What follows belongs to an exercise in optimizing a design on an open flow for small area, a short achievable clock period and few clock cycles per item; a production flow would make more cautious choices.
The RTL was checked by simulation tests, not by an equivalence proof against the original design.
Power is estimated from default activity; no workload was simulated.

--- design/flow/design.v ---
module steer_hash (
    input              clk,
    input              rst,         
    input              start,       
    input      [63:0]  in_cfg,      
    input      [639:0] in_key,      
    input      [319:0] in_tkey,     
    output reg         done,        
    output     [31:0]  hash
);
    localparam integer K   = 2;                  
    localparam integer QB  = 16 * K;             
    localparam integer NST = (18 + K - 1) / K;   
    localparam [31:0] CRC_POLY = 32'h82F6_3B78;    
    function [31:0] crc_col(input integer t);
        reg [31:0] v;
        reg        fb;
        integer    n;
        begin
            v = 32'd0;
            for (n = 0; n < QB; n = n + 1) begin
                fb = v[0] ^ (n == t);
                v  = (v >> 1) ^ (fb ? CRC_POLY : 32'd0);
            end
            crc_col = v;
        end
    endfunction
    function [31:0] pad_init(input integer p);
        reg [31:0] c;
        integer    n;
        begin
            c = 32'hFFFF_FFFF;
            for (n = 0; n < 16 * p; n = n + 1)
                c = {c[30:0] ^ (c[31] ? CRC_POLY[30:0] : 31'd0), c[31]};
            pad_init = ~c;
        end
    endfunction
    function integer msg_pos(input integer q);
        integer b;
        begin
            b = 15 - (q % 16);
            msg_pos = 16 * (q / 16) + ((b >= 8) ? (b - 8) : (b + 8));
        end
    endfunction
    function [K-1:0] tcomb(input [K-1:0] a, input [K-1:0] b);
        integer x, y;
        begin
            tcomb = a | b;
            for (x = 1; x < K; x = x + 1)
                for (y = 1; x + y <= K; y = y + 1)
                    tcomb[x+y-1] = tcomb[x+y-1] | (a[x-1] & b[y-1]);
        end
    endfunction
    reg            busy;
    reg            func;         
    reg  [39:0]    rem;          
    reg  [NST-1:0] step;         
    reg  [QB-1:0]  dat;          
    reg  [63:0]    win;          
    reg  [31:0]    acc;          
    wire [39:0]    in_mask = in_cfg[55:16] & {40{in_cfg[63]}};
    wire           c_func  = busy ? func : in_cfg[62];
    wire [39:0]    c_mask  = busy ? rem : in_mask;
    wire [NST-1:0] c_step  = busy ? step : {{(NST-1){1'b0}}, 1'b1};
    wire [5:0]     pnum  = {5'd0, ^in_mask};
    wire           empty = ~|in_mask;
    integer        s, h, lv;
    reg  [K-1:0]   pad;          
    reg  [31:0]    init;         
    integer        p;
    always @(*) begin
        for (p = 0; p < K; p = p + 1)
            pad[p] = busy ? (p == 0) : ((in_cfg[62] ? 6'd0 : pnum) == p);
        init = 32'd0;
        if (!in_cfg[62]) begin
            if (empty)
                init = pad_init(K);      
            else
                for (p = 1; p < K; p = p + 1)
                    init = init | (pad_init(p) & {32{pad[p]}});
        end
    end
    wire [K-1:0] pre [0:6][0:39];
    genvar g, l;
    generate
        for (g = 0; g < 40; g = g + 1) begin : g_leaf
            assign pre[0][g] = (g == 0) ? {K{1'b0}} : {{(K-1){1'b0}}, c_mask[g-1]};
        end
        for (l = 0; l < 6; l = l + 1) begin : g_lvl
            for (g = 0; g < 40; g = g + 1) begin : g_pos
                if ((g >> l) & 1)
                    assign pre[l+1][g] = tcomb(pre[l][((g >> l) << l) - 1], pre[l][g]);
                else
                    assign pre[l+1][g] = pre[l][g];
            end
        end
    endgenerate
    reg  [15:0]    dr [0:K-1];
    reg  [15:0]    ds [0:K-1];
    reg  [QB-1:0]  c_dat;
    reg  [39:0]    rest;
    reg  [K:0]     th;
    integer        i;
    always @(*) begin
        for (i = 0; i < K; i = i + 1) dr[i] = 16'd0;
        for (s = 0; s < 40; s = s + 1) begin
            th = {pre[6][s], 1'b1};
            for (i = 0; i < K; i = i + 1)
                if (c_mask[s] && th[i] && !th[i+1])
                    dr[i] = dr[i] | in_key[639 - 16*s -: 16];
        end
        for (i = 0; i < K; i = i + 1) begin
            ds[i] = 16'd0;
            for (p = 0; p <= i; p = p + 1)
                if (pad[p]) ds[i] = ds[i] | dr[i-p];
            c_dat[QB-1-16*i -: 16] = ds[i];
        end
        rest = 40'd0;
        for (s = 0; s < 40; s = s + 1) begin
            th = {pre[6][s], 1'b1};
            for (p = 0; p < K; p = p + 1)
                if (pad[p] && th[K-p]) rest[s] = c_mask[s];
        end
    end
    reg  [2:0]     sc [0:63];
    always @(*) begin
        for (s = 0; s < 64; s = s + 1)
            sc[s] = (s < 40) ? {2'b00, c_mask[s]} : 3'd0;
        for (lv = 32; lv >= 1; lv = lv / 2)
            for (h = 0; h < lv; h = h + 1)
                sc[h] = {sc[2*h][2] | sc[2*h+1][2] | (sc[2*h][1] & sc[2*h+1][0]) | (sc[2*h][0] & sc[2*h+1][1]),
                         sc[2*h][1] | sc[2*h+1][1] | (sc[2*h][0] & sc[2*h+1][0]),
                         sc[2*h][0] | sc[2*h+1][0]};
    end
    wire           more = sc[0][2];
    reg  [31:0]    fetch;
    reg  [63:0]    c_win;
    integer        st;
    always @(*) begin
        fetch = 32'd0;
        for (st = 1; st < NST; st = st + 1)
            fetch = fetch | (in_tkey[319 - 32*(st+1) -: 32] & {32{c_step[st]}});
        if (busy)
            c_win = {win[31:0], fetch & {32{func}}};
        else
            c_win = in_tkey[319:256] & {64{in_cfg[62]}};
    end
    wire [63:0]    wb = win | {64{~func}};
    reg  [31:0]    arr, col;
    integer        q, b, t;
    always @(*) begin
        arr = 32'd0;
        for (q = 0; q < QB; q = q + 1) begin
            col = crc_col(msg_pos(q));
            for (b = 0; b < 32; b = b + 1)
                arr[b] = arr[b] ^ (dat[QB-1-q] & (col[b] ? wb[32-q+b] : win[32-q+b]));
        end
    end
    wire [31:0]    nxt = arr ^ (func ? acc : 32'hFFFF_FFFF);
    wire [31:0]    c_acc = busy ? nxt : init;
    reg  [QB-1:0]  n_dat;
    always @(*) begin
        for (q = 0; q < QB; q = q + 1) begin
            t = msg_pos(q);
            n_dat[QB-1-q] = c_dat[QB-1-q] ^ ((t < 32) ? (~c_func & ~c_acc[t]) : 1'b0);
        end
    end
    always @(posedge clk) begin
        if (rst) begin
            busy <= 1'b0;
            done <= 1'b0;
        end else begin
            done <= 1'b0;
            if (start || busy) begin
                busy <= more;
                done <= ~more;
            end
        end
        func <= c_func;
        rem  <= rest;
        step <= c_step << 1;
        dat  <= n_dat;
        win  <= c_win;
        acc  <= c_acc;
    end
    assign hash = nxt;
endmodule
--- design/flow/flow/run.sh ---
#!/bin/bash
# Standard ORFS layout; port buffers use the smallest buffer cell.
set -o pipefail
bash standard.sh "BUFFER_PORTS_ARGS=-buffer_cell sky130_fd_sc_hd__buf_1" finish > standard_flow.log 2>&1
--- design/flow/standard.sh ---
#!/bin/bash
# synth_recipe.tcl (not shown) runs the flow's synth.tcl, then flattens the netlist and writes it again
# the make line also repeats each setting of config.mk as NAME=value (left out here)
make -C /OpenROAD-flow-scripts/flow DESIGN_CONFIG=/design/flow/config.mk WORK_HOME=/design/flow/orfs CLKGATE_MAP_FILE= SYNTH_SCRIPT=/design/flow/synth_recipe.tcl "${@:-finish}"
--- design/flow/config.mk ---
export PLATFORM = sky130hd
export DESIGN_NAME = steer_hash
export DESIGN_NICKNAME = steer_hash
export VERILOG_FILES = /design/flow/design.v
export SDC_FILE = /design/flow/constraint.sdc
export NUM_CORES = 4
export LEC_CHECK = 0
export CAP_MARGIN = 20
export CELL_PAD_IN_SITES_DETAIL_PLACEMENT = 1
export CELL_PAD_IN_SITES_GLOBAL_PLACEMENT = 2
export CORE_AREA = 5 5 415 415
export DIE_AREA = 0 0 420 420
export PLACE_DENSITY = 0.4
export SETUP_SLACK_MARGIN = 4.0
export SLEW_MARGIN = 20
--- design/flow/constraint.sdc ---
create_clock -name core_clock -period 9.0 [get_ports {clk}]
set_input_delay 1.8000 -clock core_clock [delete_from_list [all_inputs] [get_ports {clk}]]
set_output_delay 1.8000 -clock core_clock [all_outputs]
set_load 0.01 [all_outputs]
==> flow_metrics.env, run 1 <==
export IMPL_status="timing/DRC/antenna clean"
export IMPL_max_freq_mhz=186.3
export IMPL_r2r_cells=15
export IMPL_gp_congestion=1.045
export IMPL_grt_use_met2=0.6803
export IMPL_whs_path_depth=1
export IMPL_cts_max_path_buffers=2
export IMPL_drive_gt1_frac=0.1726
export IMPL_route_detailed_drc=0
export IMPL_synthToLayoutAreaGrowth_pct=40.82
export IMPL_syn_avg_cell_area_sq_um=6.303
export IMPL_critPathLaunchType="primary input"
export IMPL_ant_nets=0
export IMPL_syn_cell_area_sq_um=36920
export IMPL_drt_iter0_drc=7715
export IMPL_share_comb_of_total_power=0.900
export IMPL_seq_area_sq_um=3734
export IMPL_seq_area_frac_synth=0.09651
export IMPL_nNetsFinal=7956
export IMPL_portBuffers=1037
export IMPL_hold_violations=0
export IMPL_crit_required_ns=9.42
export IMPL_clk_pin_slew_ns=0.08
export IMPL_clock_sinks=178
export IMPL_r2r_start="busy"
export IMPL_grt_usage=0.4391
export IMPL_hpwl_mm=302.7
export IMPL_grt_max_degree=137
export IMPL_p_sw_mw=14.86
export IMPL_grt_pass1_vias=54850
export IMPL_ir_drop_mv=0.4613
export IMPL_drt_pre_antenna_iters=9
export IMPL_clock_skew_ns=0.03927
export IMPL_multi_input_area_sq_um=34090
export IMPL_holdCritStartpoint="win[0]"
export IMPL_ys_flop_type="dfxtp_1"
export IMPL_worst_slew_pin_transition_ns=1.431
export IMPL_pwr_share_clk=0.035
export IMPL_synth_edf_count=0
export IMPL_switching_share=0.6061
export IMPL_cts_hold_buf=0
export IMPL_async_flop_share=0
export IMPL_slew_violations=0
export IMPL_vias=57990
export IMPL_seqPwrFrac=0.064
export IMPL_die_area_sq_um=176400
export IMPL_fin_ws_ns=3.632
export IMPL_path_max_fanout=7
export IMPL_netlist_instances=5858
export IMPL_post_drt_via_cell_ratio=6.322
export IMPL_die_h_um=420
export IMPL_worstSkewPairLatency_ns=0.53
export IMPL_wl_per_cell_um=45.16
export IMPL_num_rows=150
export IMPL_maxCapViolCount=0
export IMPL_synth_warnings=4
export IMPL_final_common_cell="nand2_1"
export IMPL_grt_pass1_wl_mm=525.5
export IMPL_ctsHtreeMaxLevel=4
export IMPL_initial_core_util=0.2208
export IMPL_timing_final_crit_share=0.5965
export IMPL_worstHoldEndpoint="win[32]"
export IMPL_synth_fp_nets=6905
export IMPL_timing_final_crit_period_ns=5.368
export IMPL_grt_overflow_total=0
export IMPL_use_met3=0.07736
export IMPL_cts_inserted_buffers=17
export IMPL_power_density_nw_per_um2=471.6
export IMPL_die_w_um=420
export IMPL_hold_class="reg2reg"
export IMPL_ys_ff_latch=178
export IMPL_place_area_sq_um=43140
export IMPL_end_kind="register"
export IMPL_internal_power_mw=9.659
export IMPL_reg2reg_to="dat[2]"
export IMPL_p_leak_nw=17.69
export IMPL_arrival_ns=5.79
export IMPL_finalPower_mw=24.52
export IMPL_finalSetupViolations=0
export IMPL_final_cell_mix="nand2_1, buf_1, xnor2_1"
export IMPL_antenna_found_initial=122
export IMPL_post_route_util=0.3109
export IMPL_r2r_setup_slack_ns=3.88
export IMPL_io_pins=1060
export IMPL_path_class="in2reg"
export IMPL_final_cell_area_sq_um=52000
export IMPL_drt_total_wl_mm=414.2
export IMPL_core_area_sq_um=167200
export IMPL_use_met1=0.5558
export IMPL_tritoncts="done"
export IMPL_fin_tns_setup_ns=0
export IMPL_rsz0062_at_grt="true"
export IMPL_fill_cells=20890
export IMPL_slew_headroom=0.04627
export IMPL_gr_max_usage_layer="met2"
export IMPL_place_ws_ns=1.210
export IMPL_synthDistinctLibCells=99
export IMPL_cts_root_buf="clkbuf_16"
[power by group through the flow]
stage	clock, mW	combinational [mW]	sequential, mW
4_1_cts	0.883	20.8	1.65
6_report	0.868	22.1	1.58
3_5_place_dp	0	16.3	1.98
5_1_grt	0.905	22.3	1.57
3_3_place_gp	0	16.2	1.97
2_1_floorplan	0	9.22	1.12
[per-stage QoR]
stage / hold slack, ns / instances
global route: 0.4929 / 9156
floorplan: 0.4331 / 5858
global placement: 0.4596 / 8696
detailed placement: 0.4494 / 8697
CTS: 0.4694 / 8993
finish: 0.4654 / 9173
[critical path, cell delays in order]
cell	delay (ns)
clkbuf_16	0.14
buf_4	0.12
nand2_4	0.08
ha_1	0.34
xnor2_2	0.23
xnor2_2	0.14
xnor3_1	0.45
xnor2_2	0.25
or3_4	0.30
nand4_1	0.16
a211oi_2	0.27
and4b_2	0.45
and3_4	0.25
nand4_1	0.14
o32ai_4	0.47
xnor2_1	0.17
[cell type report]
type	instances	share of cell area
Antenna cell	47	0.002262
Clock buffer	18	0.008663
Clock inverter	14	0.003561
Inverter	15	0.001131
Multi-Input combinational cell	5059	0.6556
Sequential cell	178	0.07181
Tap cell	2204	0.05304
Timing Repair Buffer	1638	0.2039
[flip-flops by register name, summed over array words and instances, names as in the netlist]
signal and count:
win 64, rem 39, acc 32, dat 32
step 8, busy 1, done 1, func 1
[layer usage]
metal | vias to the layer above | share of wire
met2 | 4037 | 0.43
li1 | 23390 | -
met4 | 12 | 0.089
met1 | 29390 | 0.40
met3 | 1161 | 0.085
met5 | - | 0.00018
[synthesized netlist by cell type (10+ instances only)]
library cell  number  share of area
o2111ai_1         11         0.0026
nand3b_1          10         0.0020
a311oi_1          22         0.0052
o22ai_1           20         0.0034
a31oi_1           11         0.0019
xor2_1           147          0.035
and4_1            10         0.0024
nand2b_1          37         0.0063
nand3_1          246          0.033
buf_1             83         0.0084
nand2_1         1300           0.13
buf_2             34         0.0046
buf_4             11         0.0022
nor3_1           123          0.017
dfxtp_1          178          0.097
a211oi_1          77          0.016
o211ai_1         140          0.028
xnor2_1          676           0.16
a32oi_1           15         0.0036
clkbuf_1         476          0.048
a222oi_1          77          0.021
o21ai_1           21         0.0028
a221o_1           29         0.0079
and2_1            32         0.0054
ha_1              20         0.0068
o21a_1            31         0.0063
a22oi_1          321          0.065
a21oi_1          469          0.064
nor4_1            11         0.0019
a221oi_1         106          0.025
inv_1             14         0.0014
nor2_1           329          0.033
and3_1            35         0.0059
nand4_1           93          0.016
a22o_1           143          0.034
a21o_1            49          0.010
o21ai_0          281          0.038
[kinds of logic (layout without fill, tap and decap cells)]
group,after synthesis,in the layout,synth area share
fa+ha+maj,22,22,0.007320
flops,178,178,0.09651
buf+inv,628,1685,0.06794
other cells,0,47,0
simple gates,2283,2288,0.2704
mux,9,9,0.002643
xor+xnor,824,824,0.1958
compound gates,1914,1916,0.3594
[worst max-delay path by stage]
stage                    start      to  cells past startpoint  slack (ns)
finish              in_cfg[63]  dat[3]                     16        3.63
global route        in_cfg[63]  dat[3]                     16        3.66
CTS                 in_cfg[63]  dat[3]                     16        3.75
detailed placement  in_cfg[63]  dat[7]                     13        1.21
global placement    in_cfg[63]  dat[9]                     12        1.34
floorplan           in_cfg[63]  dat[1]                     21        3.76
[what timing repair did]
action,CTS,global route
gates resized for setup,661,247
setup buffers,242,122
pin swaps,147,186
gates cloned,22,9
setup endpoints to repair,125,64
Testbench counts, summed over its fixed seeds: cycles 30,055, hashes 4,800.
==> run 2, diff against run 1 <==
--- a/design/flow/config.mk
+++ b/design/flow/config.mk
@@ -15 +15,2 @@
 export SLEW_MARGIN = 20
+export TNS_END_PERCENT = 10
==> run 2 against run 1 <==
Critical endpoint is now dat[24]. Cell area shrank 7.8%. Still clean. Register-to-register slack gained 0.26 ns. Combinational power shrank 14%. Largest cell class unchanged. Clock skew shrank 0.013 ns. Critical path depth shrank 1. Highest routed layer unchanged.
==> flow_metrics.env, run 2 <==
export IMPL_status="timing/DRC/antenna clean"
export IMPL_rsz0062_at_grt="true"
export IMPL_gr_max_usage_layer="met2"
export IMPL_power_density_nw_per_um2=449.5
export IMPL_clock_sinks=178
export IMPL_die_h_um=420
export IMPL_use_met3=0.07042
export IMPL_holdCritStartpoint="win[0]"
export IMPL_grt_overflow_total=0
export IMPL_finalSetupViolations=0
export IMPL_r2r_start="busy"
export IMPL_hold_violations=0
export IMPL_synth_top_area_cell="xnor2_1"
export IMPL_seq_area_sq_um=3701
export IMPL_hold_class="reg2reg"
export IMPL_gp_congestion=1.053
export IMPL_cpLargestDelayFamily="simple AND/OR/NAND/NOR gates"
export IMPL_route_detailed_drc=0
export IMPL_maxCapViolCount=0
export IMPL_worstSkewPairLatency_ns=0.52
export IMPL_largest_reg_flops=64
export IMPL_synth_xor_area_frac=0.1958
export IMPL_final_cell_mix="nand2_1, buf_1, xnor2_1"
export IMPL_io_pins=1060
export IMPL_fin_ws_ns=3.406
export IMPL_cts_max_path_buffers=2
export IMPL_startpoint="in_cfg[63]"
export IMPL_whs_path_depth=1
export IMPL_critPathLaunchType="primary input"
export IMPL_die_area_sq_um=176400
export IMPL_finalPower_mw=21.55
export IMPL_reg2reg_to="dat[0]"
export IMPL_drt_iter0_drc=6793
export IMPL_tritoncts="done"
export IMPL_syn_cell_area_sq_um=36920
export IMPL_path_class="in2reg"
export IMPL_end_kind="register"
export IMPL_synthDistinctLibCells=99
export IMPL_ctsHtreeMaxLevel=4
export IMPL_top_register="win"
export IMPL_nNetsFinal=7736
export IMPL_hpwl_mm=303.8
export IMPL_slew_headroom=0.1180
export IMPL_clock_skew_ns=0.02585
export IMPL_drt_pre_antenna_iters=9
export IMPL_num_rows=150
export IMPL_p_leak_nw=15.65
export IMPL_ant_nets=0
export IMPL_r2r_setup_slack_ns=4.14
export IMPL_grt_usage=0.4211
export IMPL_die_w_um=420
export IMPL_synth_fp_nets=6905
export IMPL_slew_violations=0
export IMPL_yosysMostFrequentCell="nand2_1"
export IMPL_worstHoldEndpoint="win[32]"
export IMPL_antenna_found_initial=130
export IMPL_synth_top_family_by_area="compound AO/OA/AOI/OAI gates"
export IMPL_core_area_sq_um=167200
export IMPL_synthTopCellsByArea="xnor2_1, nand2_1, dfxtp_1"
export IMPL_place_ws_ns=1.273
export IMPL_synth_top_cell_area_share=0.1604
export IMPL_ys_flop_type="dfxtp_1"
export IMPL_top_regs="win x64, rem x39"
export IMPL_wl_per_cell_um=43.80
export IMPL_max_freq_mhz=178.8
export IMPL_cts_root_buf="clkbuf_16"
export IMPL_final_common_cell="nand2_1"
export IMPL_synthTopCellsByCount="nand2_1, xnor2_1, clkbuf_1"
export IMPL_path_max_fanout=8
export IMPL_arrival_ns=5.97
export IMPL_async_flop_share=0
export IMPL_drive_gt1_frac=0.1259
export IMPL_drt_total_wl_mm=392.0
export IMPL_clk_pin_slew_ns=0.09
export IMPL_slowest_delay_ns=0.99
export IMPL_yosys_area_share_simple=0.2704
export IMPL_fill_cells=21110
export IMPL_cts_inserted_buffers=17
export IMPL_syn_avg_cell_area_sq_um=6.303
export IMPL_worst_slew_pin_transition_ns=1.323
export IMPL_grt_max_degree=83
export IMPL_fin_tns_setup_ns=0
export IMPL_critPathBufInv=4
export IMPL_synthAdderAreaFrac=0.007320
export IMPL_initial_core_util=0.2208
export IMPL_cp_cell_sequence="clkbuf_16 -> buf_4 -> nand3b_1 -> buf_4 -> a221oi_2 -> buf_4 -> a222oi_1 -> nand3_1 -> a221oi_2 -> nand4_1 -> nor3_2 -> nand4_1 -> nor3_2 -> nor2_1 -> xor2_1"
export IMPL_portBuffers=1037
export IMPL_post_drt_via_cell_ratio=6.236
export IMPL_use_met1=0.5365
export IMPL_muxShareOfSynthArea=0.002643
export IMPL_ir_drop_mv=0.5272
export IMPL_synth_compound_area_frac=0.3594
export IMPL_multi_input_area_sq_um=33180
export IMPL_vias=55810
export IMPL_crit_required_ns=9.38
export IMPL_ys_ff_latch=178
export IMPL_post_route_util=0.2867
export IMPL_grt_pass1_wl_mm=505.8
export IMPL_seq_area_frac_synth=0.09651
export IMPL_crit_slowest_cell="a222oi_1"
export IMPL_netlist_instances=5858
export IMPL_grt_pass1_vias=53250
export IMPL_crit_top_cell="buf_4"
export IMPL_grt_use_met2=0.6641
export IMPL_r2r_cells=16
export IMPL_timing_final_crit_period_ns=5.594
export IMPL_synth_edf_count=0
export IMPL_synthToLayoutAreaGrowth_pct=29.85
export IMPL_synth_warnings=4
export IMPL_timing_final_crit_share=0.6216
-- run 2: cell counts after synthesis --
No cell type changed its count.
-- run 2: repair_timing --
| item | in CTS | in global routing |
|---|---|---|
| setup endpoints to repair | 125 | 88 |
| cloned | 12 | 0 |
| hold buffers | 0 | 0 |
| resized for setup | 426 | 113 |
| pin swaps | 84 | 52 |
| setup buffers | 109 | 35 |
-- run 2: kinds of logic after synthesis --
family	Yosys count
adders and majority gates	22
and+or+nand+nor	2283
AOI/OAI and AO/OA	1914
muxes	9
xor gates and xnor gates	824
DFF	178
buffers and inverters	628
-- run 2: metal layers --
| metal | part of all wire | vias to the layer above |
|---|---|---|
| li1 | - | 22920 |
| met1 | 0.41 | 28460 |
| met2 | 0.44 | 3523 |
| met3 | 0.074 | 894 |
| met4 | 0.074 | 14 |
| met5 | 0.00026 | - |
-- run 2: power breakdown --
group / switching, mW / total (mW) / internal [mW] / leakage (nW)
Sequential: 0.697 / 1.77 / 1.07 / 1.50
Clock: 0.475 / 0.854 / 0.379 / 0.296
Combinational: 12.6 / 18.9 / 6.31 / 13.9
-- run 2: layout make-up --
cell class                 instances  share of cell area
antenna                           43            0.002244
clock buffer                      17            0.008873
clock inverter                    15            0.003680
inverter                          15            0.001227
multi-input combinational       5057              0.6920
sequential                       178             0.07719
tap                             2204             0.05752
timing repair buffer            1420              0.1573
-- run 2: stage by stage --
| stage | hold WS [ns] | instance area [sq um] | cells |
|---|---|---|---|
| final | 0.5055 | 47940 | 8949 |
| after global routing | 0.5164 | 47900 | 8933 |
| after CTS | 0.5137 | 47020 | 8869 |
| after detailed placement | 0.4862 | 43280 | 8716 |
| after global placement | 0.4635 | 43260 | 8714 |
| after floorplan | 0.4331 | 37070 | 5858 |
-- run 2: how the worst max path moves through the flow --
stage | endpoint | slack [ns] | depth (start not counted)
after floorplan | dat[1] | 3.76 | 21
after global placement | dat[7] | 1.30 | 17
after detailed placement | dat[7] | 1.27 | 17
final | dat[24] | 3.41 | 15
after global routing | dat[0] | 3.54 | 18
after CTS | hash[10] | 3.56 | 9
==> run 3, diff against run 2 <==
--- a/design/flow/design.v
+++ b/design/flow/design.v
@@ -64,4 +64,4 @@
     wire [NST-1:0] c_step  = busy ? step : {{(NST-1){1'b0}}, 1'b1};
-    wire [5:0]     pnum  = {5'd0, ^in_mask};
-    wire           empty = ~|in_mask;
+    wire [5:0]     pnum  = {5'd0, in_cfg[63] & ^in_cfg[55:16]};
+    wire           empty = ~in_cfg[63] | ~|in_cfg[55:16];
     integer        s, h, lv;
--- a/design/flow/config.mk
+++ b/design/flow/config.mk
@@ -13,3 +13,3 @@
 export PLACE_DENSITY = 0.4
-export SETUP_SLACK_MARGIN = 4.0
+export SETUP_SLACK_MARGIN = 3.5
 export SLEW_MARGIN = 20
==> run 3 against run 2 <==
First-iteration DRC count is 1.6% lower. Register-to-register slack worse by 0.45 ns. Combinational power is 13% lower. Final cell count is 0.32% lower. Sequential cell count stayed put. Die area stayed put. Critical path depth is 1 higher. Clock power is 0.8% lower. Wire length is 4.8% lower. Sequential share of layout area is 0.17 points higher. Synthesized cell count is 0.48% higher. Maximum frequency is 3.6% lower. Critical endpoint is now dat[5]. Highest routed layer unchanged.
==> flow_metrics.env, run 3 <==
export IMPL_ys_ff_latch=178
export IMPL_critPathLaunchType="primary input"
export IMPL_clock_skew_ns=0.04658
export IMPL_cpLargestDelayFamily="compound AO/OA/AOI/OAI gates"
export IMPL_synth_edf_count=0
export IMPL_muxShareOfSynthArea=0.001342
export IMPL_synth_top_cell_area_share=0.1568
export IMPL_grt_pass1_vias=52380
export IMPL_netlist_instances=5886
export IMPL_crit_slowest_cell="a222oi_1"
export IMPL_cts_hold_buf=0
export IMPL_clock_sinks=178
export IMPL_r2r_start="busy"
export IMPL_synthDistinctLibCells=105
export IMPL_syn_avg_cell_area_sq_um=6.337
export IMPL_vias=54940
export IMPL_place_area_sq_um=43570
export IMPL_largest_reg_flops=64
export IMPL_dp_cells=8746
export IMPL_grt_usage=0.3983
export IMPL_yosysMostFrequentCell="nand2_1"
export IMPL_holdCritStartpoint="win[0]"
export IMPL_ys_flop_type="dfxtp_1"
export IMPL_crit_top_cell="buf_6"
export IMPL_syn_cell_area_sq_um=37300
export IMPL_path_class="in2reg"
export IMPL_cp_cell_sequence="buf_12 -> nand2b_4 -> o21ai_4 -> buf_6 -> nor2_4 -> buf_6 -> a222oi_1 -> nand3_1 -> a221oi_1 -> nand4_1 -> a211oi_2 -> buf_4 -> nand2_1 -> nand4b_1 -> o32ai_2 -> xnor2_1"
export IMPL_die_area_sq_um=176400
export IMPL_final_cell_area_sq_um=46640
export IMPL_top_register="win"
export IMPL_grt_max_degree=168
export IMPL_clk_pin_slew_ns=0.08
export IMPL_rsz0062_at_grt="true"
export IMPL_status="timing/DRC/antenna clean"
export IMPL_slowest_delay_ns=1.08
export IMPL_crit_required_ns=9.46
export IMPL_antenna_found_initial=105
export IMPL_synthTopCellsByCount="nand2_1, xnor2_1, a21oi_1"
export IMPL_synth_compound_area_frac=0.3667
export IMPL_worstSkewPairLatency_ns=0.56
export IMPL_initial_core_util=0.2231
export IMPL_critPathBufInv=4
export IMPL_finalSetupViolations=0
export IMPL_grt_overflow_total=0
export IMPL_startpoint="in_cfg[63]"
export IMPL_synth_top_family_by_area="compound AO/OA/AOI/OAI gates"
export IMPL_ctsHtreeMaxLevel=4
export IMPL_finalPower_mw=19.07
export IMPL_power_density_nw_per_um2=408.7
export IMPL_ant_nets=0
export IMPL_die_h_um=420
export IMPL_ir_drop_mv=0.3090
export IMPL_cts_inserted_buffers=17
export IMPL_layout_cells_non_filler=8920
export IMPL_portBuffers=1037
export IMPL_async_flop_share=0
export IMPL_final_cell_mix="nand2_1, buf_1, xnor2_1"
export IMPL_gp_congestion=1.081
export IMPL_io_pins=1060
export IMPL_hold_class="reg2reg"
export IMPL_synth_top_area_cell="xnor2_1"
export IMPL_hold_ws_ns=0.4909
export IMPL_synthTopCellsByArea="xnor2_1, nand2_1, dfxtp_1"
export IMPL_maxCapViolCount=0
export IMPL_synthAdderAreaFrac=0.007782
export IMPL_final_common_cell="nand2_1"
export IMPL_max_freq_mhz=172.3
export IMPL_cts_root_buf="clkbuf_16"
export IMPL_synthToLayoutAreaGrowth_pct=25.05
export IMPL_yosys_area_share_simple=0.2647
export IMPL_num_rows=150
export IMPL_route_detailed_drc=0
export IMPL_fin_tns_setup_ns=0
export IMPL_place_ws_ns=1.523
export IMPL_nNetsFinal=7710
export IMPL_cts_max_path_buffers=2
export IMPL_drive_gt1_frac=0.1064
export IMPL_timing_final_crit_share=0.6447
export IMPL_top_regs="win x64, rem x39"
export IMPL_drt_total_wl_mm=373.1
export IMPL_hold_violations=0
export IMPL_slew_violations=0
export IMPL_tritoncts="done"
export IMPL_drt_iter0_drc=6685
export IMPL_seq_area_frac_synth=0.09553
export IMPL_synth_xor_area_frac=0.1910
export IMPL_synth_fp_nets=6933
export IMPL_worst_slew_pin_transition_ns=1.287
export IMPL_post_route_util=0.2789
export IMPL_fin_ws_ns=3.197
export IMPL_die_w_um=420
export IMPL_wl_per_cell_um=41.83
export IMPL_hpwl_mm=287.7
export IMPL_timing_final_crit_period_ns=5.803
export IMPL_core_area_sq_um=167200
export IMPL_drt_pre_antenna_iters=9
export IMPL_grt_pass1_wl_mm=483.4
export IMPL_synth_warnings=4
export IMPL_arrival_ns=6.26
export IMPL_post_drt_via_cell_ratio=6.159
export IMPL_end_kind="register"
export IMPL_path_max_fanout=6
export IMPL_p_leak_nw=15.04
export IMPL_slew_headroom=0.1421
## run 3: cell type report
cell class | instances | area [sq um]
diodes | 40 | 100.1
clock buffers | 18 | 450.4
clock inverters | 14 | 142.6
fillers | 21290 | 120600
inverters | 62 | 235.2
multi-input cells | 5031 | 32460
flip-flops and latches | 178 | 3679
well taps | 2204 | 2758
repair buffers | 1373 | 6823
## run 3: worst paths after layout
check             to  slack [ns]  cells after the start
min reg2reg  win[32]        0.49                      1
max reg2reg   dat[5]        3.69                     16
max           dat[5]        3.20                     16
min          win[32]        0.49                      1
## run 3: report_power, final
| part | internal, mW | switching, mW |
|---|---|---|
| logic | 5.24 | 11.2 |
| registers | 1.05 | 0.690 |
| clock network | 0.384 | 0.463 |
| total | 6.68 | 12.4 |
## run 3: metal layers
layer,routed length [um],global-route usage
met1,144100,0.4813
met2,173100,0.6668
met3,26200,0.06127
met4,29560,0.2373
met5,171,0
## run 3: kinds of logic (layout without fill, tap and decap cells)
logic type | Yosys count | in the layout
DFF | 178 | 178
muxes | 5 | 5
and+or+nand+nor | 2241 | 2244
AOI/OAI and AO/OA | 1945 | 1946
other | 0 | 40
adders and majority gates | 24 | 24
buffers and inverters | 681 | 1467
xor gates and xnor gates | 812 | 812
## run 3: repair_timing
action | 4_1_cts | 5_1_grt
buffers inserted | 37 | 53
endpoints found under the setup margin | 68 | 60
pin swaps | 26 | 57
cloned | 2 | 8
resized for setup | 136 | 182
Testbench counts of run 3, summed over its fixed seeds: cycles 30,055, hashes 4,800.
==> run 4, diff against run 3 <==
--- a/design/flow/config.mk
+++ b/design/flow/config.mk
@@ -13,3 +13,3 @@
 export PLACE_DENSITY = 0.4
-export SETUP_SLACK_MARGIN = 3.5
+export SETUP_SLACK_MARGIN = 4.5
 export SLEW_MARGIN = 20
==> run 4 against run 3 <==
Sequential share of layout area shrank 0.31 points. Final cell count up 1.1%. Register-to-register slack better by 0.15 ns. Largest power group unchanged. Highest routed layer unchanged. Maximum frequency rose by 1.5%. Critical path type unchanged. Clock power up 1%. Still clean on timing, DRC and antenna. Worst setup slack gained 0.085 ns.
==> flow_metrics.env, run 4 <==
export IMPL_synthTopCellsByCount="nand2_1, xnor2_1, a21oi_1"
export IMPL_nNetsFinal=7810
export IMPL_vias=56320
export IMPL_seq_area_frac_synth=0.09553
export IMPL_critPathBufInv=4
export IMPL_top_register="win"
export IMPL_final_common_cell="nand2_1"
export IMPL_slew_headroom=0.1470
export IMPL_fill_cells=21070
export IMPL_wl_per_cell_um=42.48
export IMPL_hpwl_mm=289.1
export IMPL_syn_avg_cell_area_sq_um=6.337
export IMPL_rsz0062_at_grt="true"
export IMPL_end_kind="register"
export IMPL_worstSkewPairLatency_ns=0.55
export IMPL_cts_max_path_buffers=2
export IMPL_portBuffers=1037
export IMPL_timing_final_crit_share=0.6353
export IMPL_core_area_sq_um=167200
export IMPL_post_route_util=0.2925
export IMPL_grt_pass1_vias=54140
export IMPL_timing_final_crit_period_ns=5.718
export IMPL_crit_slowest_cell="a222oi_1"
export IMPL_power_density_nw_per_um2=407.4
export IMPL_yosysMostFrequentCell="nand2_1"
export IMPL_maxCapViolCount=0
export IMPL_num_rows=150
export IMPL_ant_nets=0
export IMPL_cp_cell_sequence="clkbuf_16 -> nand2b_4 -> buf_6 -> o21ai_4 -> buf_4 -> buf_6 -> nor2_4 -> a222oi_1 -> nand3_1 -> a221oi_2 -> nand3_1 -> a21oi_1 -> nand4_1 -> nor3_1 -> nor2_1 -> xor2_1"
export IMPL_clock_skew_ns=0.04007
export IMPL_ys_flop_type="dfxtp_1"
export IMPL_grt_pass1_wl_mm=495.9
export IMPL_ys_ff_latch=178
export IMPL_tritoncts="done"
export IMPL_route_detailed_drc=0
export IMPL_grt_usage=0.4080
export IMPL_synth_top_cell_area_share=0.1568
export IMPL_crit_required_ns=9.41
export IMPL_synthTopCellsByArea="xnor2_1, nand2_1, dfxtp_1"
export IMPL_arrival_ns=6.13
export IMPL_hold_violations=0
export IMPL_cts_root_buf="clkbuf_16"
export IMPL_drt_total_wl_mm=383.1
export IMPL_status="timing/DRC/antenna clean"
export IMPL_final_cell_mix="nand2_1, buf_1, xnor2_1"
export IMPL_die_area_sq_um=176400
export IMPL_worst_slew_pin_transition_ns=1.280
export IMPL_synth_warnings=4
export IMPL_switching_share=0.6416
export IMPL_grt_max_degree=77
export IMPL_final_cell_area_sq_um=48910
export IMPL_async_flop_share=0
export IMPL_cts_inserted_buffers=17
export IMPL_grt_overflow_total=0
export IMPL_initial_core_util=0.2231
export IMPL_clk_pin_slew_ns=0.09
export IMPL_ir_drop_mv=0.3275
export IMPL_critPathLaunchType="primary input"
export IMPL_p_sw_mw=12.78
export IMPL_synthDistinctLibCells=105
export IMPL_gp_congestion=1.027
export IMPL_synth_edf_count=0
export IMPL_largest_reg_flops=64
export IMPL_max_freq_mhz=174.9
export IMPL_p_leak_nw=16.04
export IMPL_pwr_share_clk=0.043
export IMPL_seqPwrFrac=0.086
export IMPL_post_drt_via_cell_ratio=6.244
export IMPL_synth_fp_nets=6933
export IMPL_ctsHtreeMaxLevel=4
export IMPL_path_max_fanout=9
export IMPL_slowest_delay_ns=1.08
export IMPL_hold_ws_ns=0.4955
export IMPL_path_class="in2reg"
export IMPL_synthToLayoutAreaGrowth_pct=31.12
export IMPL_synth_top_area_cell="xnor2_1"
export IMPL_drive_gt1_frac=0.1377
export IMPL_clock_sinks=178
export IMPL_drt_pre_antenna_iters=10
export IMPL_finalSetupViolations=0
export IMPL_drt_iter0_drc=7414
export IMPL_share_comb_of_total_power=0.871
export IMPL_slew_violations=0
export IMPL_top_regs="win x64, rem x39"
export IMPL_io_pins=1060
export IMPL_syn_cell_area_sq_um=37300
export IMPL_place_area_sq_um=43750
export IMPL_fin_tns_setup_ns=0
export IMPL_internal_power_mw=7.140
export IMPL_cpLargestDelayFamily="compound AO/OA/AOI/OAI gates"
export IMPL_die_w_um=420
export IMPL_die_h_um=420
export IMPL_hold_class="reg2reg"
export IMPL_antenna_found_initial=111
export IMPL_netlist_instances=5886
[run 4: worst reg2reg max path: stages (launching register included)]
cell and delay [ns]:
dfxtp_4 0.77, buf_16 0.33, o21ai_0 0.37, o21ai_2 0.28, or3_1 0.24, a2bb2oi_4 0.27
or2_2 0.30, nor3_2 0.08, buf_6 0.17, a222oi_1 1.02, and3_1 0.40, nand3_2 0.12
a211oi_4 0.30, a32oi_4 0.23, xnor2_1 0.18
[run 4: through the flow]
| stage | power (mW) | setup WS (ns) | cells |
|---|---|---|---|
| floorplan | 10.05 | 4.062 | 5886 |
| global placement | 17.31 | 1.516 | 8746 |
| detailed placement | 17.45 | 1.415 | 8746 |
| CTS | 19.28 | 3.579 | 8925 |
| global route | 20.45 | 3.292 | 9004 |
| finish | 19.92 | 3.282 | 9019 |
[run 4: cell families (layout without fill, tap and decap cells)]
family,Yosys count,in the layout,share of synthesized area
AOI/OAI and AO/OA,1945,1946,0.3667
adders and majority gates,24,24,0.007782
buffers and inverters,681,1566,0.07292
DFF,178,178,0.09553
and+or+nand+nor,2241,2245,0.2647
muxes,5,5,0.001342
other,0,39,0
xor gates and xnor gates,812,812,0.1910
[run 4: timing repair]
item | 4_1_cts | 5_1_grt
resized for setup | 428 | 133
cloned | 10 | 0
hold endpoints to repair | 0 | 0
pin swaps | 120 | 51
hold buffers | 0 | 0
endpoints found under the setup margin | 114 | 86
setup buffers | 137 | 53
[run 4: cell type report]
cell class	instances	area, sq um	area share
antenna	39	97.59	0.001995
clock buffer	17	425.4	0.008698
clock inverter	15	165.2	0.003377
inverter	62	251.5	0.005142
multi-input combinational	5032	33280	0.6805
sequential	178	3707	0.07580
tap	2204	2758	0.05638
timing repair buffer	1472	8219	0.1681
[run 4: path summary, 6_finish.rpt]
path	from	to	slack, ns	cells past startpoint
max	in_cfg[63]	dat[22]	3.28	16
min	win[0]	win[32]	0.50	1
max reg2reg	busy	dat[2]	3.84	14
min reg2reg	win[0]	win[32]	0.50	1
[run 4: power groups by stage]
stage	combinational, mW	clock, mW	sequential, mW
4_1_cts	16.6	0.874	1.77
3_3_place_gp	15.5	0	1.80
3_5_place_dp	15.6	0	1.81
6_report	17.3	0.857	1.72
2_1_floorplan	8.94	0	1.11
5_1_grt	17.8	0.898	1.71
[run 4: per-layer routing]
| metal | GRT usage | routed length [um] | vias up |
|---|---|---|---|
| met1 | 0.4901 | 144400 | 28300 |
| met2 | 0.6743 | 174300 | 3797 |
| met3 | 0.06248 | 30410 | 1053 |
| met4 | 0.2700 | 33970 | 6 |
| li1 | - | - | 23160 |
| met5 | 0 | 39 | - |
==> run 5, diff against run 4 <==
--- a/design/flow/config.mk
+++ b/design/flow/config.mk
@@ -10,6 +10,6 @@
 export CELL_PAD_IN_SITES_GLOBAL_PLACEMENT = 2
-export CORE_AREA = 5 5 415 415
-export DIE_AREA = 0 0 420 420
+export CORE_AREA = 5 5 395 395
+export DIE_AREA = 0 0 400 400
 export PLACE_DENSITY = 0.4
-export SETUP_SLACK_MARGIN = 4.5
+export SETUP_SLACK_MARGIN = 4.0
 export SLEW_MARGIN = 20
==> run 5 against run 4 <==
Wire length down 3.1%. Cell area down 0.26%. Clock power up 4.9%. Total power up 0.55%. Global-route usage up 3.2 points. Worst setup slack better by 0.21 ns. Count of clock-buffer cells in the layout unchanged. Combinational power about the same. Synthesized area unchanged. Sequential cell count unchanged. Via count up 0.39%. Clock skew up 0.015 ns. Largest power group unchanged.
==> flow_metrics.env, run 5 <==
export IMPL_grt_overflow_total=0
export IMPL_grt_usage=0.4403
export IMPL_wl_per_cell_um=42.03
export IMPL_vias=56540
export IMPL_drt_total_wl_mm=371.2
export IMPL_hpwl_mm=282.1
export IMPL_antenna_found_initial=80
export IMPL_holdCritStartpoint="win[0]"
export IMPL_rsz0062_at_grt="true"
export IMPL_r2r_setup_slack_ns=3.83
export IMPL_synth_warnings=4
export IMPL_finalPower_mw=20.03
export IMPL_ys_flop_type="dfxtp_1"
export IMPL_netlist_instances=5886
export IMPL_slew_violations=0
export IMPL_synth_top_area_cell="xnor2_1"
export IMPL_synth_fp_nets=6933
export IMPL_maxCapViolCount=0
export IMPL_timing_final_crit_share=0.6117
export IMPL_hold_violations=0
export IMPL_clock_sinks=178
export IMPL_die_h_um=400
export IMPL_syn_cell_area_sq_um=37300
export IMPL_post_drt_via_cell_ratio=6.402
export IMPL_seq_area_frac_synth=0.09553
export IMPL_drive_gt1_frac=0.1395
export IMPL_top_register="win"
export IMPL_timing_final_crit_period_ns=5.506
export IMPL_crit_required_ns=9.42
export IMPL_r2r_cells=18
export IMPL_num_rows=143
export IMPL_cp_cell_sequence="clkbuf_16 -> nand2b_4 -> buf_12 -> buf_16 -> o21ai_4 -> buf_12 -> or4_4 -> nand3_2 -> nand2_1 -> a22oi_2 -> nor2_2 -> buf_6 -> a222oi_1 -> nand4_1 -> nor4_2 -> and3_4 -> xnor2_2 -> mux2i_1"
export IMPL_synth_edf_count=0
export IMPL_ant_nets=0
export IMPL_cts_inserted_buffers=17
export IMPL_tritoncts="done"
export IMPL_fill_cells=19350
export IMPL_top_regs="win x64, rem x39"
export IMPL_ctsHtreeMaxLevel=4
export IMPL_yosysMostFrequentCell="nand2_1"
export IMPL_initial_core_util=0.2461
export IMPL_slowest_delay_ns=0.62
export IMPL_hold_ws_ns=0.4725
export IMPL_ir_drop_mv=0.2660
export IMPL_p_leak_nw=16.08
export IMPL_synthTopCellsByArea="xnor2_1, nand2_1, dfxtp_1"
export IMPL_dp_cells=8571
export IMPL_arrival_ns=5.92
export IMPL_cts_root_buf="clkbuf_16"
export IMPL_path_class="in2reg"
export IMPL_clock_skew_ns=0.05488
export IMPL_nNetsFinal=7795
export IMPL_grt_pass1_vias=54360
export IMPL_whs_path_depth=1
export IMPL_finalSetupViolations=0
export IMPL_synthDistinctLibCells=105
export IMPL_async_flop_share=0
export IMPL_core_area_sq_um=151500
export IMPL_crit_slowest_cell="a222oi_1"
export IMPL_grt_pass1_wl_mm=487.0
export IMPL_final_cell_mix="nand2_1, buf_1, xnor2_1"
export IMPL_drt_pre_antenna_iters=12
export IMPL_slew_headroom=0.1107
export IMPL_cts_max_path_buffers=2
export IMPL_grt_max_degree=156
export IMPL_final_common_cell="nand2_1"
export IMPL_crit_top_cell="buf_12"
export IMPL_layout_cells_non_filler=8831
export IMPL_die_w_um=400
export IMPL_die_area_sq_um=160000
export IMPL_status="timing/DRC/antenna clean"
export IMPL_synthToLayoutAreaGrowth_pct=30.77
export IMPL_gp_congestion=1.050
export IMPL_reg2reg_to="dat[0]"
export IMPL_ys_ff_latch=178
export IMPL_portBuffers=1037
export IMPL_worstHoldEndpoint="win[32]"
export IMPL_path_max_fanout=8
export IMPL_critPathLaunchType="primary input"
export IMPL_r2r_start="busy"
export IMPL_synthTopCellsByCount="nand2_1, xnor2_1, a21oi_1"
export IMPL_largest_reg_flops=64
export IMPL_startpoint="in_cfg[63]"
export IMPL_hold_class="reg2reg"
export IMPL_route_detailed_drc=0
export IMPL_cts_hold_buf=0
export IMPL_drt_iter0_drc=7912
export IMPL_end_kind="register"
export IMPL_worst_slew_pin_transition_ns=1.334
export IMPL_max_freq_mhz=181.6
export IMPL_syn_avg_cell_area_sq_um=6.337
export IMPL_clk_pin_slew_ns=0.09
export IMPL_io_pins=1060
export IMPL_fin_tns_setup_ns=0
export IMPL_synth_top_cell_area_share=0.1568
export IMPL_worstSkewPairLatency_ns=0.57
export IMPL_power_density_nw_per_um2=410.7
==> run 5: cell families (layout without fill, tap and decap cells) <==
logic type	Yosys count	after routing	synth area share
mux	5	5	0.001342
flops	178	178	0.09553
xor+xnor	812	812	0.1910
simple gates	2241	2244	0.2647
fa+ha+maj	24	24	0.007782
compound gates	1945	1947	0.3667
buf+inv	681	1551	0.07292
other cells	0	40	0
==> run 5: repair_timing <==
action / CTS / global route
cloned: 13 / 0
buffers inserted: 160 / 14
resized for setup: 534 / 65
setup endpoints to repair: 103 / 69
pin swaps: 134 / 40
==> run 5: where the power goes <==
| group | total (mW) | internal [mW] | switching [mW] |
|---|---|---|---|
| Combinational | 17.3 | 5.87 | 11.5 |
| Clock | 0.899 | 0.407 | 0.492 |
| Sequential | 1.79 | 1.06 | 0.732 |
| Total | 20.0 | 7.33 | 12.7 |
==> run 5: through the flow <==
stage,area [sq um],utilization,setup WS (ns)
3_3_place_gp,43380,0.2863,1.378
5_1_grt,48750,0.3217,3.566
4_1_cts,48240,0.3183,3.724
6_report,48780,0.3219,3.494
2_1_floorplan,37320,-,3.988
3_5_place_dp,43400,0.2864,1.345
==> run 5: worst max-delay path by stage <==
stage          endpoint  depth (start not counted)
6_report         dat[0]                         18
5_1_grt         dat[10]                         19
4_1_cts        hash[16]                          9
3_5_place_dp     dat[0]                         16
3_3_place_gp     dat[0]                         16
2_1_floorplan    dat[8]                         17
==> run 5: layer usage <==
| layer | track usage | share of wire |
|---|---|---|
| met2 | 0.6864 | 0.44 |
| met4 | 0.2976 | 0.083 |
| met5 | 0.004618 | 0.00044 |
| met1 | 0.5408 | 0.39 |
| met3 | 0.09827 | 0.087 |
==> run 5: cell type report <==
type	count	area [sq um]	share of cell area
Multi-Input combinational cell	5032	33420	0.6851
Timing Repair Buffer	1457	8134	0.1668
Sequential cell	178	3707	0.07600
Tap cell	2030	2540	0.05207
Clock buffer	17	425.4	0.008721
Inverter	62	247.7	0.005079
Clock inverter	15	205.2	0.004207
Antenna cell	40	100.1	0.002052
==> run 5: critical path, delay by kind of cell <==
kind | cells | cell delay [ns]
buffers and inverters | 5 | 0.72
AND/OR/NAND/NOR | 8 | 2.23
AO/OA/AOI/OAI | 3 | 0.94
XOR/XNOR | 1 | 0.11
multiplexers | 1 | 0.08
==> run 6, diff against run 5 <==
--- a/design/flow/config.mk
+++ b/design/flow/config.mk
@@ -13,4 +13,3 @@
 export PLACE_DENSITY = 0.4
-export SETUP_SLACK_MARGIN = 4.0
+export SETUP_SLACK_MARGIN = 3.5
 export SLEW_MARGIN = 20
-export TNS_END_PERCENT = 10
==> run 6 against run 5 <==
Register-to-register slack worse by 0.51 ns. Sequential power rose by 5%. Die area did not move. Wire length decreased by 0.55%. Cell area down 4.0%. Hold slack improved by 0.0056 ns. Total power down 2.1%. Clock skew decreased by 0.019 ns. Count of clock-buffer cells in the layout increased by 2. Global-route usage is 0.55 points lower.
==> flow_metrics.env, run 6 <==
export IMPL_clk_pin_slew_ns=0.09
export IMPL_place_area_sq_um=43350
export IMPL_worstSkewPairLatency_ns=0.56
export IMPL_max_freq_mhz=173.7
export IMPL_synth_fp_nets=6933
export IMPL_route_detailed_drc=0
export IMPL_syn_cell_area_sq_um=37300
export IMPL_grt_pass1_wl_mm=478.7
export IMPL_seq_area_sq_um=3697
export IMPL_worst_slew_pin_transition_ns=1.359
export IMPL_crit_required_ns=9.43
export IMPL_synth_top_area_cell="xnor2_1"
export IMPL_clock_sinks=178
export IMPL_drt_iter0_drc=7084
export IMPL_netlist_instances=5886
export IMPL_top_regs="win x64, rem x39"
export IMPL_maxCapViolCount=0
export IMPL_slew_violations=0
export IMPL_power_density_nw_per_um2=418.9
export IMPL_gp_congestion=1.015
export IMPL_grt_pass1_vias=52580
export IMPL_final_common_cell="nand2_1"
export IMPL_final_cell_mix="nand2_1, buf_1, xnor2_1"
export IMPL_tritoncts="done"
export IMPL_drt_total_wl_mm=369.2
export IMPL_io_pins=1060
export IMPL_synth_warnings=4
export IMPL_die_h_um=400
export IMPL_critPathLaunchType="primary input"
export IMPL_path_class="in2reg"
export IMPL_timing_final_crit_period_ns=5.758
export IMPL_drt_pre_antenna_iters=9
export IMPL_final_cell_area_sq_um=46810
export IMPL_hold_violations=0
export IMPL_core_area_sq_um=151500
export IMPL_synthDistinctLibCells=105
export IMPL_hpwl_mm=283.9
export IMPL_async_flop_share=0
export IMPL_multi_input_area_sq_um=32610
export IMPL_end_kind="register"
export IMPL_p_leak_nw=15.23
export IMPL_wl_per_cell_um=42.18
export IMPL_grt_overflow_total=0
export IMPL_cts_inserted_buffers=17
export IMPL_ys_flop_type="dfxtp_1"
export IMPL_timing_final_crit_share=0.6398
export IMPL_drive_gt1_frac=0.1125
export IMPL_synth_edf_count=0
export IMPL_post_route_util=0.3089
export IMPL_syn_avg_cell_area_sq_um=6.337
export IMPL_top_register="win"
export IMPL_num_rows=143
export IMPL_slew_headroom=0.09368
export IMPL_ys_ff_latch=178
export IMPL_ant_nets=0
export IMPL_largest_reg_flops=64
export IMPL_fin_tns_setup_ns=0
export IMPL_grt_max_degree=75
export IMPL_die_w_um=400
export IMPL_cts_root_buf="clkbuf_16"
export IMPL_antenna_found_initial=66
export IMPL_path_max_fanout=21
export IMPL_initial_core_util=0.2461
export IMPL_arrival_ns=6.19
export IMPL_hold_class="reg2reg"
export IMPL_die_area_sq_um=160000
export IMPL_nNetsFinal=7708
export IMPL_fill_cells=19410
export IMPL_synthTopCellsByArea="xnor2_1, nand2_1, dfxtp_1"
export IMPL_status="timing/DRC/antenna clean"
export IMPL_finalSetupViolations=0
export IMPL_ir_drop_mv=0.3581
export IMPL_cts_max_path_buffers=2
export IMPL_yosysMostFrequentCell="nand2_1"
export IMPL_synthTopCellsByCount="nand2_1, xnor2_1, a21oi_1"
export IMPL_ctsHtreeMaxLevel=4
export IMPL_vias=55650
export IMPL_portBuffers=1037
export IMPL_grt_usage=0.4347
export IMPL_seq_area_frac_synth=0.09553
export IMPL_synthToLayoutAreaGrowth_pct=25.49
export IMPL_post_drt_via_cell_ratio=6.358
export IMPL_rsz0062_at_grt="true"
export IMPL_synth_top_cell_area_share=0.1568
export IMPL_finalPower_mw=19.61
export IMPL_clock_skew_ns=0.03602
-- run 6: cell counts after synthesis --
Identical to the previous run, type by type.
-- run 6: report_power, final --
group | internal [mW] | switching [mW] | total, mW
clock | 0.389 | 0.472 | 0.861
combinational | 5.48 | 11.4 | 16.9
sequential | 1.06 | 0.818 | 1.88
total | 6.93 | 12.7 | 19.6
-- run 6: kinds of logic after synthesis --
group / synth area share
AND/OR/NAND/NOR: 0.2647
flip-flops: 0.09553
AO/OA/AOI/OAI: 0.3667
adder cells (fa/ha/maj): 0.007782
XOR/XNOR: 0.1910
multiplexers: 0.001342
buffers and inverters: 0.07292
-- run 6: through the flow --
stage / hold slack (ns) / setup WS (ns) / cells
finish: 0.4781 / 3.242 / 8753
global route: 0.5094 / 3.438 / 8736
CTS: 0.4861 / 3.356 / 8652
detailed placement: 0.4558 / 1.424 / 8567
global placement: 0.4403 / 1.510 / 8566
floorplan: 0.4331 / 3.940 / 5886
-- run 6: repair_timing --
item	4_1_cts	5_1_grt
endpoints found under the hold margin	0	0
buffers inserted	50	49
resized for setup	230	130
hold buffers	0	0
setup endpoints to repair	69	39
cloned	3	3
pin swaps	40	64
-- run 6: path summary, 6_finish.rpt --
kind / from / endpoint / slack, ns / cells after the start
setup / recovery: in_cfg[63] / dat[8] / 3.24 / 16
hold / removal: step[6] / step[7] / 0.48 / 1
setup reg to reg: busy / dat[8] / 3.32 / 17
hold reg to reg: step[6] / step[7] / 0.48 / 1
-- run 6: per-layer routing --
metal | GRT usage | wire (um) | up-vias
met5 | 0.01293 | 94 | -
met4 | 0.2706 | 28310 | 14
met3 | 0.09527 | 31100 | 866
met2 | 0.6990 | 167500 | 3481
met1 | 0.5264 | 142200 | 28350
li1 | - | - | 22940
-- run 6: cell type report --
class / instances / share of cell area
Clock inverter: 13 / 0.003261
Inverter: 62 / 0.004972
Sequential cell: 178 / 0.07899
Antenna cell: 49 / 0.002619
Tap cell: 2030 / 0.05426
Clock buffer: 19 / 0.009703
Multi-Input combinational cell: 5028 / 0.6965
Timing Repair Buffer: 1374 / 0.1497
-- run 6: critical path: stages --
cell and delay, ns:
buf_12 0.10, nand2b_4 0.17, o21ai_4 0.28, nor4_4 0.09, buf_4 0.24, nand2_1 0.19, buf_6 0.21, nor3_2 0.07
buf_6 0.21, a222oi_1 1.11, nand3_1 0.44, a221oi_2 0.29, nand4_1 0.21, nor3_4 0.35, a32oi_2 0.18, xnor2_1 0.18

[re-timing with driven ports]
No port has a modelled driver above. Below, the same layouts with a new extraction and two added sets of constraints.
Step 1 sets driving cells, clkbuf_16 on the clock port and buf_2 on the other inputs (assumed; they add their load-dependent delay and slew).
Step 2 times the ports against the registers' clock, not the clock port: input delays grow and output delays shrink by t, the midpoint of the rising clock arrivals with the driver on.
a / b / c = ideal / step 1 / step 2; a / b = the first two.
| run | t, ns | setup slack, ns | hold slack, ns | slew at the worst register clock pin (ns) | pins driven straight from the clock port |
|---|---|---|---|---|---|
| run 1 | 0.583 | 3.632 / 3.468 / 2.885 | 0.465 / 0.465 / 0.465 | 0.11 / 0.11 | 1 |
| run 2 | 0.585 | 3.406 / 3.415 / 2.829 | 0.506 / 0.506 / 0.506 | 0.10 / 0.10 | 1 |
| run 3 | 0.607 | 3.197 / 3.165 / 2.558 | 0.491 / 0.491 / 0.491 | 0.12 / 0.12 | 1 |
| run 4 | 0.600 | 3.282 / 3.254 / 2.654 | 0.496 / 0.496 / 0.496 | 0.12 / 0.12 | 1 |
| run 5 | 0.615 | 3.494 / 3.497 / 2.882 | 0.472 / 0.472 / 0.472 | 0.11 / 0.11 | 1 |
| run 6 | 0.609 | 3.242 / 3.199 / 2.590 | 0.478 / 0.478 / 0.478 | 0.10 / 0.10 | 1 |
After both steps every run listed still meets setup and hold. The setup slack of run 1, which loses most, moves by -0.164 ns with the drivers and by -0.747 ns with both steps.
